Context: an optimization exercise on an open-source flow, tuned for small area, a short achievable clock period and few clock cycles per item. The choices shown serve that exercise and are no tape-out recipe. Only simulation tests tie the RTL to the original design; equivalence was not proved.

==> design.v <==
module sha256_blk (
    input  wire         clk,
    input  wire         rst,           
    input  wire         in_valid,
    output reg          in_ready,
    input  wire         in_first,      
    input  wire [511:0] in_block,      
    output reg          out_valid,     
    output wire [255:0] digest         
);
    function [31:0] rotr;
        input [31:0] x;
        input integer n;
        begin
            rotr = (x >> n) | (x << (32 - n));
        end
    endfunction
    localparam [255:0] IV = {32'h6a09e667, 32'hbb67ae85, 32'h3c6ef372, 32'ha54ff53a,
                             32'h510e527f, 32'h9b05688c, 32'h1f83d9ab, 32'h5be0cd19};
    reg  [31:0] a, b, c, d, e, f, g, h;
    reg  [31:0] HA0, HA1, HA2, HA3;    
    reg  [31:0] HE0, HE1, HE2, HE3;    
    reg  [31:0] W [0:15];              
    reg  [31:0] hkw;                   
    reg  [31:0] dk;                    
    reg  [6:0]  cnt;
    reg         pre;        
    reg         rnd;        
    reg         run;        
    reg         fin;        
    reg         ldiv;       
    reg         curfirst;   
    reg         finfirst;   
    reg  [1:0]  ph;         
    assign digest = {HA3, HA2, HA1, HA0, HE3, HE2, HE1, HE0};
    reg [31:0] k_c;
    always @(*) begin
        case (cnt)
            7'd1: k_c = 32'h428a2f98;
            7'd2: k_c = 32'h71374491;
            7'd3: k_c = 32'hb5c0fbcf;
            7'd4: k_c = 32'he9b5dba5;
            7'd5: k_c = 32'h3956c25b;
            7'd6: k_c = 32'h59f111f1;
            7'd7: k_c = 32'h923f82a4;
            7'd8: k_c = 32'hab1c5ed5;
            7'd9: k_c = 32'hd807aa98;
            7'd10: k_c = 32'h12835b01;
            7'd11: k_c = 32'h243185be;
            7'd12: k_c = 32'h550c7dc3;
            7'd13: k_c = 32'h72be5d74;
            7'd14: k_c = 32'h80deb1fe;
            7'd15: k_c = 32'h9bdc06a7;
            7'd16: k_c = 32'hc19bf174;
            7'd17: k_c = 32'he49b69c1;
            7'd18: k_c = 32'hefbe4786;
            7'd19: k_c = 32'h0fc19dc6;
            7'd20: k_c = 32'h240ca1cc;
            7'd21: k_c = 32'h2de92c6f;
            7'd22: k_c = 32'h4a7484aa;
            7'd23: k_c = 32'h5cb0a9dc;
            7'd24: k_c = 32'h76f988da;
            7'd25: k_c = 32'h983e5152;
            7'd26: k_c = 32'ha831c66d;
            7'd27: k_c = 32'hb00327c8;
            7'd28: k_c = 32'hbf597fc7;
            7'd29: k_c = 32'hc6e00bf3;
            7'd30: k_c = 32'hd5a79147;
            7'd31: k_c = 32'h06ca6351;
            7'd32: k_c = 32'h14292967;
            7'd33: k_c = 32'h27b70a85;
            7'd34: k_c = 32'h2e1b2138;
            7'd35: k_c = 32'h4d2c6dfc;
            7'd36: k_c = 32'h53380d13;
            7'd37: k_c = 32'h650a7354;
            7'd38: k_c = 32'h766a0abb;
            7'd39: k_c = 32'h81c2c92e;
            7'd40: k_c = 32'h92722c85;
            7'd41: k_c = 32'ha2bfe8a1;
            7'd42: k_c = 32'ha81a664b;
            7'd43: k_c = 32'hc24b8b70;
            7'd44: k_c = 32'hc76c51a3;
            7'd45: k_c = 32'hd192e819;
            7'd46: k_c = 32'hd6990624;
            7'd47: k_c = 32'hf40e3585;
            7'd48: k_c = 32'h106aa070;
            7'd49: k_c = 32'h19a4c116;
            7'd50: k_c = 32'h1e376c08;
            7'd51: k_c = 32'h2748774c;
            7'd52: k_c = 32'h34b0bcb5;
            7'd53: k_c = 32'h391c0cb3;
            7'd54: k_c = 32'h4ed8aa4a;
            7'd55: k_c = 32'h5b9cca4f;
            7'd56: k_c = 32'h682e6ff3;
            7'd57: k_c = 32'h748f82ee;
            7'd58: k_c = 32'h78a5636f;
            7'd59: k_c = 32'h84c87814;
            7'd60: k_c = 32'h8cc70208;
            7'd61: k_c = 32'h90befffa;
            7'd62: k_c = 32'ha4506ceb;
            7'd63: k_c = 32'hbef9a3f7;
            7'd64: k_c = 32'hc67178f2;
            default: k_c = 32'h0;
        endcase
    end
    reg [31:0] w_in;
    integer j;
    always @(*) begin
        w_in = 32'h0;
        for (j = 0; j < 16; j = j + 1)
            if (cnt[3:0] == j) w_in = in_block[511 - 32*j -: 32];
    end
    wire [1:0]  k4 = {~cnt[1], cnt[0]};
    reg  [31:0] iva, ive;
    always @(*) begin
        case (k4)
            2'd0: begin iva = IV[159:128]; ive = IV[31:0];  end
            2'd1: begin iva = IV[191:160]; ive = IV[63:32]; end
            2'd2: begin iva = IV[223:192]; ive = IV[95:64]; end
            default: begin iva = IV[255:224]; ive = IV[127:96]; end
        endcase
    end
    wire        addh = pre & fin;
    wire [31:0] ha_in = addh ? (finfirst ? iva : HA0) : 32'h0;
    wire [31:0] he_in = addh ? (finfirst ? ive : HE0) : 32'h0;
    wire [31:0] fa = ha_in + d;
    wire [31:0] fe = he_in + h;
    wire [31:0] S1  = rotr(e, 6) ^ rotr(e, 11) ^ rotr(e, 25);
    wire [31:0] ch  = (e & f) ^ (~e & g);
    wire [31:0] S0  = rotr(a, 2) ^ rotr(a, 13) ^ rotr(a, 22);
    wire [31:0] maj = (a & b) ^ (a & c) ^ (b & c);
    wire [31:0] an  = hkw + S1 + ch + S0 + maj;
    wire [31:0] en  = dk + S1 + ch;
    wire [31:0] s0  = rotr(W[1], 7) ^ rotr(W[1], 18) ^ (W[1] >> 3);
    wire [31:0] s1  = rotr(W[14], 17) ^ rotr(W[14], 19) ^ (W[14] >> 10);
    wire [31:0] wn  = s1 + W[9] + s0 + W[0];
    integer k;
    always @(posedge clk) begin
        if (rnd) begin
            a <= an;
            e <= en;
        end else if (pre & ldiv) begin
            a <= iva;
            e <= ive;
        end else begin
            a <= fa;
            e <= fe;
        end
        b <= a; c <= b; d <= c;
        f <= e; g <= f; h <= g;
        HA3 <= addh ? fa : HA0;
        HA2 <= HA3; HA1 <= HA2; HA0 <= HA1;
        HE3 <= addh ? fe : HE0;
        HE2 <= HE3; HE1 <= HE2; HE0 <= HE1;
        for (k = 0; k < 15; k = k + 1)
            W[k] <= W[k + 1];
        W[15] <= (cnt[6:4] == 3'd0) ? w_in : wn;
        hkw <= g + k_c + W[15];
        dk  <= c + g + k_c + W[15];
        cnt <= cnt + 7'd1;
        if (rst) begin
            pre       <= 1'b0;
            rnd       <= 1'b0;
            run       <= 1'b0;
            fin       <= 1'b0;
            ldiv      <= 1'b0;
            ph        <= 2'd0;
            in_ready  <= 1'b0;
            out_valid <= 1'b0;
        end else begin
            out_valid <= addh & (cnt == 7'd1);
            in_ready  <= rnd & (cnt == 7'd14);
            if (pre) begin
                if (cnt == 7'd1) begin
                    pre <= 1'b0;
                    fin <= 1'b0;
                    rnd <= run;
                    ph  <= 2'd0;
                end
            end else if (rnd) begin
                if (cnt == 7'd65) begin
                    rnd      <= 1'b0;
                    pre      <= 1'b1;
                    fin      <= 1'b1;
                    finfirst <= curfirst;
                    run      <= in_valid;
                    ldiv     <= in_valid & in_first;
                    curfirst <= in_first;
                    cnt      <= 7'd126;
                end
            end else begin
                ph <= ph + 2'd1;
                if (in_valid && (in_first || ph == 2'd3)) begin
                    pre      <= 1'b1;
                    run      <= 1'b1;
                    ldiv     <= in_first;
                    curfirst <= in_first;
                    cnt      <= 7'd126;
                end
            end
        end
    end
endmodule
==> run.sh <==
#!/bin/bash
# synth_recipe.tcl (not shown) runs the flow's synth.tcl, then flattens the netlist and writes it again
# the make line also repeats each setting of config.mk as NAME=value (left out here)
make -C /OpenROAD-flow-scripts/flow DESIGN_CONFIG=/design/flow/config.mk WORK_HOME=/design/flow/orfs CLKGATE_MAP_FILE= SYNTH_SCRIPT=/design/flow/synth_recipe.tcl finish
==> config.mk <==
export PLATFORM = sky130hd
export DESIGN_NAME = sha256_blk
export DESIGN_NICKNAME = sha256_blk
export VERILOG_FILES = /design/flow/design.v
export SDC_FILE = /design/flow/constraint.sdc
export NUM_CORES = 4
export LEC_CHECK = 0
export CAP_MARGIN = 20
export CORE_MARGIN = 2
export CORE_UTILIZATION = 40
export SLEW_MARGIN = 20
==> constraint.sdc <==
create_clock -name core_clock -period 12.0 [get_ports {clk}]
set_input_delay 2.4000 -clock core_clock [delete_from_list [all_inputs] [get_ports {clk}]]
set_output_delay 2.4000 -clock core_clock [all_outputs]
set_load 0.01 [all_outputs]
==> summary.txt <==
[flip-flops by register name, summed over array words and instances (netlist names), 32 cells and up]
signal,count
W,512
HA0,32
HA1,32
HA2,32
HA3,32
HE0,32
HE1,32
HE2,32
HE3,32
a,32
b,32
c,32
d,32
dk,32
e,32
f,32
g,32
h,32
hkw,32
k_c,32
[placed cells by master (no fill, tap or decap), types with 56 or more instances in the layout]
cell / instances
dfxtp_1: 1135
clkdlybuf4s50_1: 773
inv_1: 378
a21oi_1: 318
xnor2_1: 307
nand2_1: 304
fa_1: 282
nor2_1: 266
o21ai_0: 254
ha_1: 241
xor2_1: 140
nand3_1: 115
clkbuf_16: 114
o211ai_1: 86
a21o_1: 81
nor3_1: 76
buf_4: 73
nand2b_1: 58
a22oi_1: 57
o21a_1: 56
a211oi_1: 56
[cell type report]
type                    count  area [um^2]  share of cell area
well taps                1742         2180             0.03283
clock inverters            71         1199             0.01805
flip-flops and latches   1138        22810              0.3435
repair buffers            847         8297              0.1250
multi-input cells        3394        27380              0.4124
clock buffers             142         3058             0.04606
inverters                 383         1438             0.02165
diodes                     13        32.53           0.0004900
[per-layer routing]
layer | share of wire | wire, um
met5 | 0.00016 | 37
met4 | 0.021 | 4854
met3 | 0.097 | 21980
met2 | 0.42 | 94100
met1 | 0.47 | 105600
[cells in the mapped netlist, drive strengths merged, types with 56 or more instances]
master  count  area, um^2
dfxtp    1136       22740
inv       382        1434
a21oi     322        1627
nand2     308        1156
xnor2     307        2689
fa        282        5645
nor2      269        1012
o21ai     263        1316
ha        241        3015
clkbuf    175       656.9
xor2      141        1235
nand3     116       585.6
o211ai     86       645.6
a21o       82       616.8
nor3       77       385.4
nand2b     58       362.9
a22oi      57       427.9
a211oi     56       420.4
o21a       56       420.4
[final timing paths]
| check | from | endpoint |
|---|---|---|
| setup / recovery | cnt[1]$_DFF_P_ | k_c[27]$_SDFF_PP0_ |
| hold / removal | W[11][25]$_DFF_P_ | W[10][25]$_DFF_P_ |
| setup reg to reg | cnt[1]$_DFF_P_ | k_c[27]$_SDFF_PP0_ |
| hold reg to reg | W[11][25]$_DFF_P_ | W[10][25]$_DFF_P_ |
[kinds of logic after synthesis]
| group | after synthesis | synth area share |
|---|---|---|
| XOR/XNOR | 448 | 0.07483 |
| adder cells (fa/ha/maj) | 554 | 0.1711 |
| buffers and inverters | 607 | 0.04448 |
| AO/OA/AOI/OAI | 1325 | 0.1705 |
| flip-flops | 1138 | 0.4349 |
| multiplexers | 90 | 0.01845 |
| AND/OR/NAND/NOR | 977 | 0.08574 |
[through the flow]
stage                     instances    util  setup slack [ps]  area (um^2)
after floorplan                5139       -              6476        52430
after global placement         7502  0.4782              5145        62070
after detailed placement       7502  0.4782              5118        62070
after CTS                      7715  0.5110              5737        66330
after global routing           7721  0.5113              5308        66370
final                          7730  0.5114              5499        66390
==> flow_summary.ini <==
[yosys]
synthFlopType = dfxtp_1
yosysSeqAreaShare = 0.4349
yosysUniqueCellTypes = 90
syn_area_per_cell_um2 = 10.20
synth_edf_count = 2
ys.warnings.count = 2
postSynthCellCount = 5139
syn_area_mm2 = 0.05243
ys_seq_elements = 1138
syn_nets = 6178
async_flop_share = 0

[critical_path]
cp.depth = 16
crit_family = simple AND/OR/NAND/NOR gates
crit_type = reg -> reg
cp_slowest_cell = nor3b_4
path_max_fanout = 24
critical-path-max-stage-delay_ps = 940
reg2reg_slack_ps = 5500
cp.arrival_ps = 7080
end_kind = flop
required_ps = 12580
cp_cell_sequence = inv_1 -> ha_1 -> buf_4 -> nor3b_4 -> buf_4 -> a21o_2 -> nand3_2 -> inv_2 -> nor2_1 -> inv_1 -> ha_1 -> nand2_1 -> nand2_1 -> nor2_1 -> a2111oi_0 -> a211oi_1
start_kind = flop
r2r_cells = 16
cp.buffers_inverters = 5

[timing]
rsz0062_at_grt = false
worst_pin_slew_ps = 1289
drv_slew = 0
clock.fmax_ghz = 0.1538
fin_crit_ps = 6501
skew_ps = 82.97
hold_ws_ps = 264.8
finalSetupViolations = 0
slew_headroom = 0.1347
fin_tns_setup_ps = 0
fin_crit_sh = 0.5417
hold_viol = 0

[routing]
drc = 0
antenna_left = 0
dr.pass1.iters = 9
wl_um = 226600
routed_via_density = 5.559
drt_iter0_drc = 5237
vias = 42970
wl_per_cell_um = 29.31

[clocking]
postCtsSetupRepairBufs = 0
clk_pin_slew_ps = 70
cts_tree = built
cts_resized = 0
hold_buffers = 0
clk_path_buf_depth = 3
cts_max_level = 3
root_buffer = clkbuf_16
cts_made_buffers = 113
clk_latency_ps = 780
cts.sink_count = 1138

[layout]
fill_cells = 11970
fin_nets = 6916
drive_above_1_share = 0.06310
area_growth_pct = 26.62

[grt]
gr-usage-met2 = 0.4740
grt_use_met1 = 0.4920
grt_max_degree = 75
grt_usage = 0.3296
grt_use_met3 = 0.08473
busiest_layer = met1
grt_pass1_vias = 41430
antenna_found_initial = 21
overflow = 0
grt_pass1_wl_um = 315300

[run]
cap_violations = 0

[run_status]
outcome = finished clean

[worst_hold_path]
hold_class = reg -> reg
hold_depth = 0

[floorplanning]
rows = 132
die_x_um = 366.1
start_util = 0.4039
die_h_um = 366.1
die_area_mm2 = 0.1340
core_area_mm2 = 0.1298
ios = 774

[placement]
io_buffer_count = 773
gp_congestion = 0.9923
dpl.hpwl_um = 184900
Testbench counts, summed over its fixed seeds: cycles 39,488, blocks 580.

afterwards: timing with drivers on the ports:
The flow's constraints put no driver on any port. The routed layout listed below was extracted and timed again, unchanged, in two steps. Step 1, drivers: a clkbuf_16 drives clk and a buf_2 each remaining input, both assumed. Step 2, shift: input delay + t, output delay - t, t = (earliest + latest rising clock arrival at the registers) / 2. This alone moves slack from input paths to output paths. Three values: ideal ports, drivers, drivers and shift; two values: the first two.
shift t [ns]: 0.835
setup WS [ns]: 5.499 / 5.499 / 4.956
hold slack, ns: 0.265 / 0.265 / 0.265
worst register clock-pin slew, ns: 0.07 / 0.07
worst data-port slew with drivers (ns): 0.19
After both steps this run still meets setup and hold. The setup slack of this run moves by 0.000 ns with the drivers and by -0.543 ns with both steps.
